This is an optimization exercise on Yosys and OpenROAD, whose aim is small area and a short achievable clock period, not a production implementation. Function was checked by simulation only, so behaviour that the tests miss may differ from the original.

==> flow/design.v (outline; a module is shown in full before it is edited, if it fits) <==
// module cvu: 1120 lines
module cvu (
    input  wire        clk,
    input  wire        rst,           
    input  wire [1:0]  cfg_poly,      
    input  wire        cfg_guard,     
    input  wire [31:0] cfg_xor,       
    input  wire        in_valid,
    input  wire        in_first,      
    input  wire        in_last,       
    input  wire [5:0]  in_words,      
    input  wire [63:0] in_guard,      
    input  wire [2:0]  in_nbytes,     
    input  wire [63:0] in_data,       
    input  wire        sw_we,
    input  wire [1:0]  sw_addr,       
    input  wire [31:0] sw_wdata,
    output reg  [31:0] cvrun,
    output wire [31:0] cvres,
    output reg         lostf,
    output reg         matchf,
    output reg         misf,
    output reg  [15:0] cvlost,
    output wire        busy
);
  // ...
==> flow/flow/run.sh <==
#!/bin/bash
# The standard layout, with two changes to how it is made:
# - plain buf_1 cells as the port buffers (the default picks a slow
#   clock-delay buffer for them);
# - timing repair aims for more setup slack than zero, so that the layout's
#   paths come out close to the shortest clock period the ports allow.
set -euo pipefail
export BUFFER_PORTS_ARGS="-buffer_cell sky130_fd_sc_hd__buf_1"
export SETUP_SLACK_MARGIN=11.5
bash standard.sh > standard_flow.log 2>&1
==> flow/standard.sh <==
#!/bin/bash
# synth_recipe.tcl (not shown) runs the flow's synth.tcl, then flattens the netlist and writes it again
# the make line also repeats each setting of config.mk as NAME=value (left out here)
make -C /OpenROAD-flow-scripts/flow DESIGN_CONFIG=/design/flow/config.mk WORK_HOME=/design/flow/orfs CLKGATE_MAP_FILE= SYNTH_SCRIPT=/design/flow/synth_recipe.tcl "${@:-finish}"
==> flow/config.mk <==
export PLATFORM = sky130hd
export DESIGN_NAME = cvu
export DESIGN_NICKNAME = cvu
export VERILOG_FILES = /design/flow/design.v
export SDC_FILE = /design/flow/constraint.sdc
export NUM_CORES = 4
export LEC_CHECK = 0
export CAP_MARGIN = 20
export CORE_MARGIN = 2
export CORE_UTILIZATION = 40
export SLEW_MARGIN = 20
==> flow/constraint.sdc <==
create_clock -name core_clock -period 20.0 [get_ports {clk}]
set_input_delay 4.0000 -clock core_clock [delete_from_list [all_inputs] [get_ports {clk}]]
set_output_delay 4.0000 -clock core_clock [all_outputs]
set_load 0.01 [all_outputs]
==> results.toml, run 1 <==
[synthesis]
synth_top_cells_by_count = "sky130_fd_sc_hd__xnor2_1, sky130_fd_sc_hd__edfxtp_1, sky130_fd_sc_hd__a22oi_1"
synthMuxAreaShare_pct = 2.24
netlist.area_leader.share_pct = 49.9
syn_nets = 6624
ys_dominant_reg_cell = "sky130_fd_sc_hd__edfxtp_1"
netlist_area_before_placement_um2 = 79000
post-synth-top-area-cell = "sky130_fd_sc_hd__edfxtp_1"
synth-edff-count = 1312

[setup_path]
worst_path_dominant_cell_family = "buffers and inverters"
worst-r2r-setup-slack_ns = 11.48
cp_num_buf_inv = 5
timing.rr.end = "cvrun[15]"
worstPathArrival_ns = 4.97
worst-path-stages = 7
critical-path-max-stage-delay_ns = 0.18

[cts]
clock-sinks = 1413
ctsHtreeMaxLevel = 4
cts_buffer_count = 139
cts-hold-fix-buffers = 0

[run_status]
outcome = "timing/DRC/antenna clean"

[global_route]
met3_usage_pct = 5.99

[sta]
final_report_hold_violation_count = 0
timing_max_transition_violations_final = 0
min_period_ns = 8.97

[finish]
antenna-diode-count = 2
layout.nets = 7002
multi_input_comb_area_um2 = 36700
top_area_cell_class = "sequential cells"
mostFrequentLayoutCells = "sky130_fd_sc_hd__xnor2_1, sky130_fd_sc_hd__edfxtp_1, sky130_fd_sc_hd__a22oi_1, sky130_fd_sc_hd__xor2_1, sky130_fd_sc_hd__nand2_1"

[route]
detailroute.via_count = 58900
wl_met3_um = 39100

[placed_design]
io_buffers = 295
==> inputs of run 2 (changes only) <==
--- a/flow/design.v
+++ b/flow/design.v
@@ -596,19 +596,19 @@
     assign lg_p2[25] = 1'b0;
     assign lg_p2[26] = 1'b0;
     assign lg_p2[27] = 1'b0;
     assign lg_p2[28] = 1'b0;
     assign lg_p2[29] = 1'b0;
     assign lg_p2[30] = 1'b0;
     assign lg_p2[31] = 1'b0;
     wire [31:0]  dr     = (bpoly == 2'd0) ? ld_p0 : (bpoly == 2'd1) ? ld_p1 : ld_p2;
-    wire [31:0]  gr     = (cfg_poly == 2'd0) ? lg_p0 : (cfg_poly == 2'd1) ? lg_p1 : lg_p2;
+    wire [31:0]  gr     = (bpoly == 2'd0) ? lg_p0 : (bpoly == 2'd1) ? lg_p1 : lg_p2;
     wire [W-1:0] w_beat = {bpoly, in_last, in_nbytes, dr};
-    wire [W-1:0] w_grd  = {cfg_poly, 1'b0, 3'd7, gr};
+    wire [W-1:0] w_grd  = {bpoly, 1'b0, 3'd7, gr};
     wire [W-1:0] din0   = (gword && !wp[0]) ? w_grd : w_beat;
     wire [W-1:0] din1   = (gword &&  wp[0]) ? w_grd : w_beat;
     wire [4:0] wp1 = wp[4:0] + 5'd1;
     integer e;
     always @(posedge clk)
         for (e = 0; e < DEPTH; e = e + 1)
             if ((put && wp[4:0] == e) || (gword && wp1 == e))
                 ent[e] <= (e % 2 == 0) ? din0 : din1;
@@ -1072,17 +1072,17 @@
             cvlost     <= 16'd0;
         end else begin
             if (gword)
                 wp <= wp + 6'd2;
             else if (put)
                 wp <= wp + 6'd1;
             if (start) begin
                 in_acc  <= admit;
-                in_poly <= cfg_poly;
+                in_poly <= bpoly;
             end
             if (apply_run) begin
                 cvrun <= pend_run_d;
             end else if (pop) begin
                 rp   <= rp + 6'd1;
                 rsel <= {rsel[DEPTH-2:0], rsel[DEPTH-1]};
                 if (hlast) begin
                     cvrun    <= acc_next;
==> results.toml, run 2 <==
[placed_design]
gp_congestion = 1.06
placement_cell_area_um2 = 83600
io_buffers = 295
hpwl_um = 242000

[setup_path]
ff2ff_path_depth = 18
timing.rr.end = "cvrun[13]"
worstPathArrival_ns = 4.77
rr_startpoint = "rsel[19]"
worst-r2r-setup-slack_ns = 11.45
timing.critical_path.slowest_stage_cell = "sky130_fd_sc_hd__buf_16"
crit_path_max_fanout = 8
worstPathCellList = "buf_8, nor2b_4, buf_12, buf_16, nor2_4, buf_6"
critical-path-max-stage-delay_ns = 0.16
timing_worst_setup_path_type = "input port to output pin"
cp-start-kind = "input port"
critPathCaptureType = "output pin"
worstPathRequired_ns = 16.00

[synthesis]
syn_nets = 6531
netlist_instances = 6296
netlist_area_before_placement_um2 = 78100
ys_dominant_reg_cell = "sky130_fd_sc_hd__edfxtp_1"
post-synth-top-area-cell = "sky130_fd_sc_hd__edfxtp_1"
synthTopCellsByArea = "sky130_fd_sc_hd__edfxtp_1, sky130_fd_sc_hd__xnor2_1, sky130_fd_sc_hd__a22oi_1"
avgSynthCellArea_um2 = 12.4
seq_area_frac_synth_pct = 53.1
synth.ff_latch_count = 1413
synth_top_cells_by_count = "sky130_fd_sc_hd__xnor2_1, sky130_fd_sc_hd__edfxtp_1, sky130_fd_sc_hd__a22oi_1"
post-synth-top-count-cell = "sky130_fd_sc_hd__xnor2_1"
netlist.area_leader.share_pct = 50.5
synth-edff-count = 1312
synth-warning-count = 2
async_reset_ff_share_pct = 0
synthDistinctLibCells = 101

[route]
drtIter0Drc = 8701
drt.antenna.violating_nets = 0
drtPass1Iterations = 6
viasPerCell = 6.24
detailroute.via_count = 58400
drt_wl_total_um = 355000
avgRoutedWirePerCell_um = 37.9
post-route-drc-count = 0

[floorplan]
floorplan.die_area_um2 = 199000
top_level_ports = 296
starting_density_of_the_core_pct = 40.2
number_of_rows_in_the_core_area = 162
die_height_um = 446
design.core.area_um2 = 194000
die_width_um = 446

[finish]
largest_register_ff_count = 1216
mostFrequentLayoutCells = "sky130_fd_sc_hd__xnor2_1, sky130_fd_sc_hd__edfxtp_1, sky130_fd_sc_hd__a22oi_1, sky130_fd_sc_hd__xor2_1, sky130_fd_sc_hd__nand2_1"
stdcell_area_um2 = 89200
final_common_cell = "sky130_fd_sc_hd__xnor2_1"
area_growth_pct = 14.2
layout-drive-gt1-share_pct = 12.7
postLayoutCoreUtil_pct = 45.9
top_register_by_number_of_flip_flops = "ent"
layout.nets = 6938

[sta]
finalCritPeriodShare_pct = 43.9
hold-worst-slack_ns = 0.486
worst_slew_margin_rel_pct = 9.07
rsz0062_at_grt = "true"
min_period_ns = 8.77
skew_ns = 0.0450
finalSetupTns_ns = 0
timing_max_transition_violations_final = 0
achievable-frequency_mhz = 114
timing.final.setup_violations = 0
worst_tran_pin_value_ns = 1.36
final_report_hold_violation_count = 0

[cts]
cts_tree = "yes"
clock-sinks = 1413
clk_pin_slew_ns = 0.06
cts.root.buffer_cell = "sky130_fd_sc_hd__clkbuf_16"
worstSkewPairLatency_ns = 0.80
ctsHtreeMaxLevel = 4
cts-root-to-sink-buffers = 3
cts_buffer_count = 137
cts-hold-fix-buffers = 0

[hold_path]
hold_worst_path_end = "matchf"
path_type_of_the_worst_min_delay_path = "flop to flop"
worst_hold_startpoint = "matchf"
worstHoldPathCells = 2

[global_route]
grt_pass1_vias = 55900
global_route.overflow_total = 0
grt_use_total_pct = 34.9
antenna_found_initial = 4
grt_start_max_net_pins = 73
first_pass_grt_wire_length_um = 477000

[job]
cap_violations = 0

[run_status]
outcome = "timing/DRC/antenna clean"
[run 2: cell count changes in the layout (fill, tap and decap cells not counted), moves of 14 or more]
cell and delta:
sky130_fd_sc_hd__buf_4 +14, sky130_fd_sc_hd__mux2_2 -27, sky130_fd_sc_hd__nand2_1 +28, sky130_fd_sc_hd__nor2_1 +35, sky130_fd_sc_hd__o21ai_0 -25, sky130_fd_sc_hd__o22ai_4 +15, sky130_fd_sc_hd__xnor2_1 +25, sky130_fd_sc_hd__xor2_1 -14
[run 2: worst max path at each step]
stage                       end  slack [ns]    startpoint
floorplan             ent[4][0]       10.89   in_words[1]
global placement    ent[26][30]        9.76  in_nbytes[2]
detailed placement  ent[26][30]        9.71  in_nbytes[2]
CTS                   cvres[22]       11.27   cfg_poly[1]
global route          cvres[21]       11.23   cfg_poly[1]
finish                cvres[21]       11.23   cfg_poly[1]
[run 2: cell families (layout without fill, tap and decap cells)]
family	Yosys count	in the layout	synth area share [%]
compound gates	1137	1137	10.3
other cells	0	2	0
fa+ha+maj	23	23	0.378
buf+inv	365	882	2.31
simple gates	1117	1117	6.76
xor+xnor	2087	2087	25.1
flops	1413	1413	53.1
mux	154	154	2.05
[run 2: worst max-delay path, delay by kind of cell]
kind / cells / cell delay [ns]
buffers and inverters: 4 / 0.50
AND/OR/NAND/NOR: 2 / 0.26
[run 2: repair_timing]
action	in CTS	in global routing
gates resized for setup	125	29
endpoints found under the setup margin	960	750
cloned	1	0
setup buffers	23	12
pin swaps	10	4
[run 2: final cells by class]
cell class	instances	area (um^2)
inverter	21	78.8
antenna	2	5.00
clock inverter	76	880
clock buffer	173	3630
fill	17500	105000
timing repair buffer	612	3750
multi-input combinational	4518	36200
tap	2542	3180
sequential	1413	41500
[run 2: per-stage QoR]
step | std cells | worst slack, ns
final | 9357 | 11.23
after global routing | 9356 | 11.23
after CTS | 9343 | 11.27
after detailed placement | 9070 | 9.71
after global placement | 9067 | 9.76
after floorplan | 6296 | 10.89
[run 2: metal layers]
metal	share of wire, %	global-route usage (%)	up-vias
li1	-	-	23800
met2	45	54.7	4118
met1	38	45.5	29500
met4	7.4	20.7	0
met5	0	0	-
met3	9.9	5.54	977
==> inputs of run 3 (changes only) <==
--- a/flow/config.mk
+++ b/flow/config.mk
@@ -10,2 +10,3 @@
 export CORE_UTILIZATION = 40
+export CTS_BUF_LIST = sky130_fd_sc_hd__clkbuf_4
 export SLEW_MARGIN = 20
==> results.toml, run 3 <==
[sta]
final_report_hold_violation_count = 0
timing_max_transition_violations_final = 0
finalCritPeriodShare_pct = 43.9
min_period_ns = 8.78
worst_tran_pin_value_ns = 1.32
achievable-frequency_mhz = 114
rsz0062_at_grt = "true"
finalSetupTns_ns = 0
skew_ns = 0.183
worst_slew_margin_rel_pct = 10.8
timing.final.setup_violations = 0
hold-worst-slack_ns = 0.481

[synthesis]
post-synth-top-count-cell = "sky130_fd_sc_hd__xnor2_1"
netlist.area_leader.share_pct = 50.5
post-synth-top-area-cell = "sky130_fd_sc_hd__edfxtp_1"
seq_area_frac_synth_pct = 53.1
ys_dominant_reg_cell = "sky130_fd_sc_hd__edfxtp_1"
syn_nets = 6531
synthDistinctLibCells = 101
synthTopCellsByArea = "sky130_fd_sc_hd__edfxtp_1, sky130_fd_sc_hd__xnor2_1, sky130_fd_sc_hd__a22oi_1"
async_reset_ff_share_pct = 0
synth_top_cells_by_count = "sky130_fd_sc_hd__xnor2_1, sky130_fd_sc_hd__edfxtp_1, sky130_fd_sc_hd__a22oi_1"
synth-edff-count = 1312
synth-warning-count = 2
avgSynthCellArea_um2 = 12.4
netlist_instances = 6296
netlist_area_before_placement_um2 = 78100
synth.ff_latch_count = 1413

[finish]
layout-drive-gt1-share_pct = 16.3
layout.nets = 7126
num-fill-cells = 17800
final_common_cell = "sky130_fd_sc_hd__xnor2_1"
postLayoutCoreUtil_pct = 45.6
mostFrequentLayoutCells = "sky130_fd_sc_hd__xnor2_1, sky130_fd_sc_hd__edfxtp_1, sky130_fd_sc_hd__a22oi_1, sky130_fd_sc_hd__clkbuf_4, sky130_fd_sc_hd__xor2_1"
top_register_by_number_of_flip_flops = "ent"
area_growth_pct = 13.5
largest_register_ff_count = 1216

[setup_path]
critical-path-max-stage-delay_ns = 0.17
worst-path-stages = 5
cp_num_buf_inv = 3
timing_worst_setup_path_type = "input port to output pin"
critPathCaptureType = "output pin"
crit_path_end = "cvres[29]"
rr_startpoint = "rsel[22]"
worstPathArrival_ns = 4.78
worst-r2r-setup-slack_ns = 11.38
crit_path_max_fanout = 16
worstPathCellList = "buf_2, nor2b_4, buf_12, nor2_2, buf_2"
cp-start-kind = "input port"
timing.rr.end = "cvrun[13]"
worst_path_dominant_cell_family = "buffers and inverters"
timing.critical_path.slowest_stage_cell = "sky130_fd_sc_hd__nor2_2"
ff2ff_path_depth = 19
crit_start = "cfg_poly[1]"
worstPathRequired_ns = 16.00
timing.critical_path.mode_cell = "sky130_fd_sc_hd__buf_2"

[cts]
cts_buffer_count = 343
cts-root-to-sink-buffers = 4
cts_tree = "yes"
cts.root.buffer_cell = "sky130_fd_sc_hd__clkbuf_4"
clock-sinks = 1413
ctsHtreeMaxLevel = 5
worstSkewPairLatency_ns = 1.34
clk_pin_slew_ns = 0.06

[floorplan]
die_height_um = 446
design.core.area_um2 = 194000
number_of_rows_in_the_core_area = 162
die_width_um = 446
starting_density_of_the_core_pct = 40.2
floorplan.die_area_um2 = 199000
top_level_ports = 296

[route]
drt_wl_total_um = 356000
drtIter0Drc = 8540
avgRoutedWirePerCell_um = 36.8
viasPerCell = 6.17
drtPass1Iterations = 8
detailroute.via_count = 59800
drt.antenna.violating_nets = 0
post-route-drc-count = 0

[placed_design]
gp_congestion = 1.06
hpwl_um = 242000
io_buffers = 295

[hold_path]
path_type_of_the_worst_min_delay_path = "flop to flop"

[global_route]
grt_use_total_pct = 35.1
grt_start_max_net_pins = 73
global_route.overflow_total = 0
grt_pass1_vias = 57600
first_pass_grt_wire_length_um = 480000
antenna_found_initial = 5

[job]
cap_violations = 0

[run_status]
outcome = "timing/DRC/antenna clean"
run 3: cell counts after synthesis:
No cell type changed its count.
run 3: per-stage QoR:
step	instance area [um^2]	std cells	worst slack, ns
after CTS	88100	9671	11.25
after floorplan	78200	6296	10.89
final	88600	9686	11.22
after detailed placement	83600	9070	9.71
after global routing	88600	9685	11.21
after global placement	83500	9067	9.76
run 3: how the worst min path moves through the flow:
stage / startpoint / end / slack (ns) / depth (start not counted)
floorplan: in_poly[0] / in_poly[0] / 0.44 / 2
global placement: misf / misf / 0.47 / 2
detailed placement: matchf / matchf / 0.47 / 2
CTS: pend_run_d[28] / cvrun[28] / 0.48 / 2
global route: pend_run_d[26] / cvrun[26] / 0.50 / 2
finish: pend_run_d[28] / cvrun[28] / 0.48 / 2
run 3: final cells by class:
type | count | area (um^2) | area share [%]
Sequential cell | 1413 | 41500 | 46.8
Clock inverter | 87 | 495 | 0.559
Timing Repair Buffer | 594 | 3450 | 3.90
Clock buffer | 505 | 3790 | 4.28
Antenna cell | 6 | 15.0 | 0.0170
Inverter | 21 | 78.8 | 0.0890
Multi-Input combinational cell | 4518 | 36100 | 40.8
Tap cell | 2542 | 3180 | 3.59
run 3: layer usage:
metal / vias up / share of wire (%) / track usage (%) / routed length, um
met3: 954 / 10 / 6.27 / 36700
li1: 24400 / - / - / -
met5: - / 0.0025 / 0 / 9
met2: 4405 / 45 / 55.3 / 161000
met4: 2 / 7.0 / 19.9 / 24800
met1: 30000 / 38 / 45.4 / 134000
run 3: what timing repair did:
action                     CTS  global route
cloned                       0             0
setup endpoints to repair  407           270
hold buffers                 0             0
hold endpoints to repair     0             0
buffers inserted             9             8
gates resized for setup     62            34
run 3: kinds of logic (layout without fill, tap and decap cells):
kind of cell,Yosys count,in the layout,share of synthesized area (%)
XOR/XNOR,2087,2087,25.1
flip-flops,1413,1413,53.1
AND/OR/NAND/NOR,1117,1117,6.76
buffers and inverters,365,1207,2.31
other,0,6,0
multiplexers,154,154,2.05
AO/OA/AOI/OAI,1137,1137,10.3
adder cells (fa/ha/maj),23,23,0.378
run 3: worst reg2reg max path, cell delays in order, from the launching register on:
cell and delay [ns]:
sky130_fd_sc_hd__dfxtp_2 0.56, sky130_fd_sc_hd__buf_4 0.36, sky130_fd_sc_hd__a22oi_2 0.17, sky130_fd_sc_hd__nand4_1 0.17, sky130_fd_sc_hd__nor4_4 0.27, sky130_fd_sc_hd__buf_4 0.31
sky130_fd_sc_hd__buf_4 0.47, sky130_fd_sc_hd__a21oi_2 0.21, sky130_fd_sc_hd__xnor2_1 0.93, sky130_fd_sc_hd__mux2i_1 0.55, sky130_fd_sc_hd__o21ai_1 1.06, sky130_fd_sc_hd__xor2_2 0.76
sky130_fd_sc_hd__xnor2_1 0.19, sky130_fd_sc_hd__xnor2_1 0.17, sky130_fd_sc_hd__xnor2_1 0.60, sky130_fd_sc_hd__xnor2_1 0.19, sky130_fd_sc_hd__o221ai_1 0.50, sky130_fd_sc_hd__xor2_1 0.45
sky130_fd_sc_hd__nor2_1 0.13, sky130_fd_sc_hd__a2111oi_2 0.35
==> inputs of run 4 (changes only) <==
--- a/flow/config.mk
+++ b/flow/config.mk
@@ -10,3 +10,3 @@
 export CORE_UTILIZATION = 40
-export CTS_BUF_LIST = sky130_fd_sc_hd__clkbuf_4
+export CTS_CLUSTER_SIZE = 30
 export SLEW_MARGIN = 20
==> results.toml, run 4 <==
[setup_path]
worstPathArrival_ns = 4.77
timing_worst_setup_path_type = "input port to output pin"
rr_startpoint = "rsel[19]"
crit_path_max_fanout = 8
timing.rr.end = "cvrun[13]"
cp-start-kind = "input port"
worstPathRequired_ns = 16.00
critPathCaptureType = "output pin"
worst-r2r-setup-slack_ns = 11.45
ff2ff_path_depth = 18

[cts]
cts_buffer_count = 137
clock-sinks = 1413
cts-hold-fix-buffers = 0
clk_pin_slew_ns = 0.06
cts-root-to-sink-buffers = 3
ctsHtreeMaxLevel = 4
worstSkewPairLatency_ns = 0.80
cts.root.buffer_cell = "sky130_fd_sc_hd__clkbuf_16"
cts_tree = "yes"

[sta]
timing_max_transition_violations_final = 0
timing.final.setup_violations = 0
achievable-frequency_mhz = 114
hold-worst-slack_ns = 0.486
finalCritPeriodShare_pct = 43.9
rsz0062_at_grt = "true"
finalSetupTns_ns = 0
worst_tran_pin_value_ns = 1.36
min_period_ns = 8.77
skew_ns = 0.0450
final_report_hold_violation_count = 0
worst_slew_margin_rel_pct = 9.07

[route]
avgRoutedWirePerCell_um = 37.9
met2_wirelength_um = 159000
highest-signal-layer = "met4"
drt.antenna.violating_nets = 0
wl_met1_um = 134000
drtPass1Iterations = 6
detailroute.via_count = 58400
drtIter0Drc = 8701
wl_met3_um = 35200
viasPerCell = 6.24
drt_wl_total_um = 355000
post-route-drc-count = 0

[synthesis]
yosys.area_share.adder_pct = 0.378
syn_nets = 6531
seq_area_frac_synth_pct = 53.1
synthDistinctLibCells = 101
netlist.area_leader.share_pct = 50.5
compound_gate_portion_of_the_synthesized_area_pct = 10.3
synth-edff-count = 1312
avgSynthCellArea_um2 = 12.4
synthXorXnorAreaFrac_pct = 25.1
synth.ff_latch_count = 1413
netlist_area_before_placement_um2 = 78100
synthSimpleGateAreaFrac_pct = 6.76
synth-warning-count = 2
synth_top_cells_by_count = "sky130_fd_sc_hd__xnor2_1, sky130_fd_sc_hd__edfxtp_1, sky130_fd_sc_hd__a22oi_1"
async_reset_ff_share_pct = 0
ys_dominant_reg_cell = "sky130_fd_sc_hd__edfxtp_1"
post-synth-top-area-cell = "sky130_fd_sc_hd__edfxtp_1"
netlist_instances = 6296
post-synth-top-count-cell = "sky130_fd_sc_hd__xnor2_1"
synthMuxAreaShare_pct = 2.05
synthTopCellsByArea = "sky130_fd_sc_hd__edfxtp_1, sky130_fd_sc_hd__xnor2_1, sky130_fd_sc_hd__a22oi_1"
synth_top_family_by_area = "XOR/XNOR gates"

[hold_path]
hold_worst_path_end = "matchf"
path_type_of_the_worst_min_delay_path = "flop to flop"
worstHoldPathCells = 2
worst_hold_startpoint = "matchf"

[finish]
final_common_cell = "sky130_fd_sc_hd__xnor2_1"
largest_register_ff_count = 1216
area_growth_pct = 14.2
layout.nets = 6938
num-fill-cells = 17500
post_layout_nonfiller_instances = 9357
mostFrequentLayoutCells = "sky130_fd_sc_hd__xnor2_1, sky130_fd_sc_hd__edfxtp_1, sky130_fd_sc_hd__a22oi_1, sky130_fd_sc_hd__xor2_1, sky130_fd_sc_hd__nand2_1"
layout-drive-gt1-share_pct = 12.7
top_register_by_number_of_flip_flops = "ent"

[placed_design]
cell_count_after_placement = 9070
io_buffers = 295
hpwl_um = 242000
gp_congestion = 1.06

[run_status]
outcome = "timing/DRC/antenna clean"

[global_route]
grt_use_total_pct = 34.9
first_pass_grt_wire_length_um = 477000
global_route.overflow_total = 0
grt_start_max_net_pins = 73
grt_pass1_vias = 55900
antenna_found_initial = 4

[floorplan]
die_height_um = 446
design.core.area_um2 = 194000
top_level_ports = 296
starting_density_of_the_core_pct = 40.2
die_width_um = 446
floorplan.die_area_um2 = 199000
number_of_rows_in_the_core_area = 162

[job]
cap_violations = 0
## run 4: cell counts after synthesis
No cell type changed its count.
## run 4: what timing repair did
action | CTS | global route
setup endpoints to repair | 960 | 750
buffers inserted | 23 | 12
hold endpoints to repair | 0 | 0
pin swaps | 10 | 4
cloned | 1 | 0
resized for setup | 125 | 29
## run 4: metal layers
metal  vias to the layer above  global-route usage [%]
li1                      23800                       -
met3                       977                    5.54
met1                     29500                    45.5
met2                      4118                    54.7
met5                         -                       0
met4                         0                    20.7
## run 4: cell families (layout without fill, tap and decap cells)
family	Yosys count	in the layout
simple gates	1117	1117
flops	1413	1413
mux	154	154
other cells	0	2
buf+inv	365	882
xor+xnor	2087	2087
fa+ha+maj	23	23
compound gates	1137	1137
## run 4: final cells by class
| class | instances | area [um^2] | share of cell area, % |
|---|---|---|---|
| Antenna cell | 2 | 5.00 | 0.00561 |
| Clock buffer | 173 | 3630 | 4.07 |
| Clock inverter | 76 | 880 | 0.986 |
| Inverter | 21 | 78.8 | 0.0884 |
| Multi-Input combinational cell | 4518 | 36200 | 40.6 |
| Sequential cell | 1413 | 41500 | 46.5 |
| Tap cell | 2542 | 3180 | 3.57 |
| Timing Repair Buffer | 612 | 3750 | 4.21 |
## run 4: critical path, cell delays in order
cell and delay [ns]:
sky130_fd_sc_hd__buf_8 0.09, sky130_fd_sc_hd__nor2b_4 0.12, sky130_fd_sc_hd__buf_12 0.13, sky130_fd_sc_hd__buf_16 0.16, sky130_fd_sc_hd__nor2_4 0.14, sky130_fd_sc_hd__buf_6 0.12
## run 4: through the flow
| step | utilization (%) | worst slack (ns) | instance area (um^2) |
|---|---|---|---|
| after floorplan | - | 10.89 | 78200 |
| after global placement | 43.0 | 9.76 | 83500 |
| after detailed placement | 43.0 | 9.71 | 83600 |
| after CTS | 45.7 | 11.27 | 88800 |
| after global routing | 45.9 | 11.23 | 89200 |
| final | 45.9 | 11.23 | 89200 |
## run 4: worst max-delay path by stage
stage	endpoint	slack, ns	cells after the start	start
after floorplan	ent[4][0]	10.89	13	in_words[1]
after global placement	ent[26][30]	9.76	15	in_nbytes[2]
after detailed placement	ent[26][30]	9.71	15	in_nbytes[2]
after CTS	cvres[22]	11.27	6	cfg_poly[1]
after global routing	cvres[21]	11.23	6	cfg_poly[1]
final	cvres[21]	11.23	6	cfg_poly[1]

## re-timing with driven ports
The flow's constraints put no driver on any port. The routed layouts listed below were extracted and timed again, unchanged, in two steps. Step 1 (the two cells are an assumption about what drives the block):
set clk [get_ports {clk}]
set_driving_cell -lib_cell sky130_fd_sc_hd__clkbuf_16 $clk
set_driving_cell -lib_cell sky130_fd_sc_hd__buf_2 [delete_from_list [all_inputs] $clk]
Step 2 also shifts input and output timing later by t, the mid clock arrival at the registers, as if the neighbouring blocks saw the same clock. Slacks: ideal ports / drivers / drivers and shift; pairs: ideal ports / drivers.
run | t, ns | slack for setup (ns) | hold WS [ns] | worst data-port slew with drivers (ns)
run 1 | 0.858 | 11.031 / 10.990 / 10.828 | 0.476 / 0.476 / 0.476 | 0.07
run 2 | 0.846 | 11.226 / 11.188 / 10.827 | 0.486 / 0.486 / 0.486 | 0.08
run 3 | 1.311 | 11.218 / 11.199 / 10.205 | 0.481 / 0.481 / 0.481 | 0.08
run 4 | 0.846 | 11.226 / 11.188 / 10.827 | 0.486 / 0.486 / 0.486 | 0.08
After both steps setup and hold are still met in every run listed. The setup slack of run 3, which loses most, moves by -0.019 ns with the drivers and by -1.013 ns with both steps.
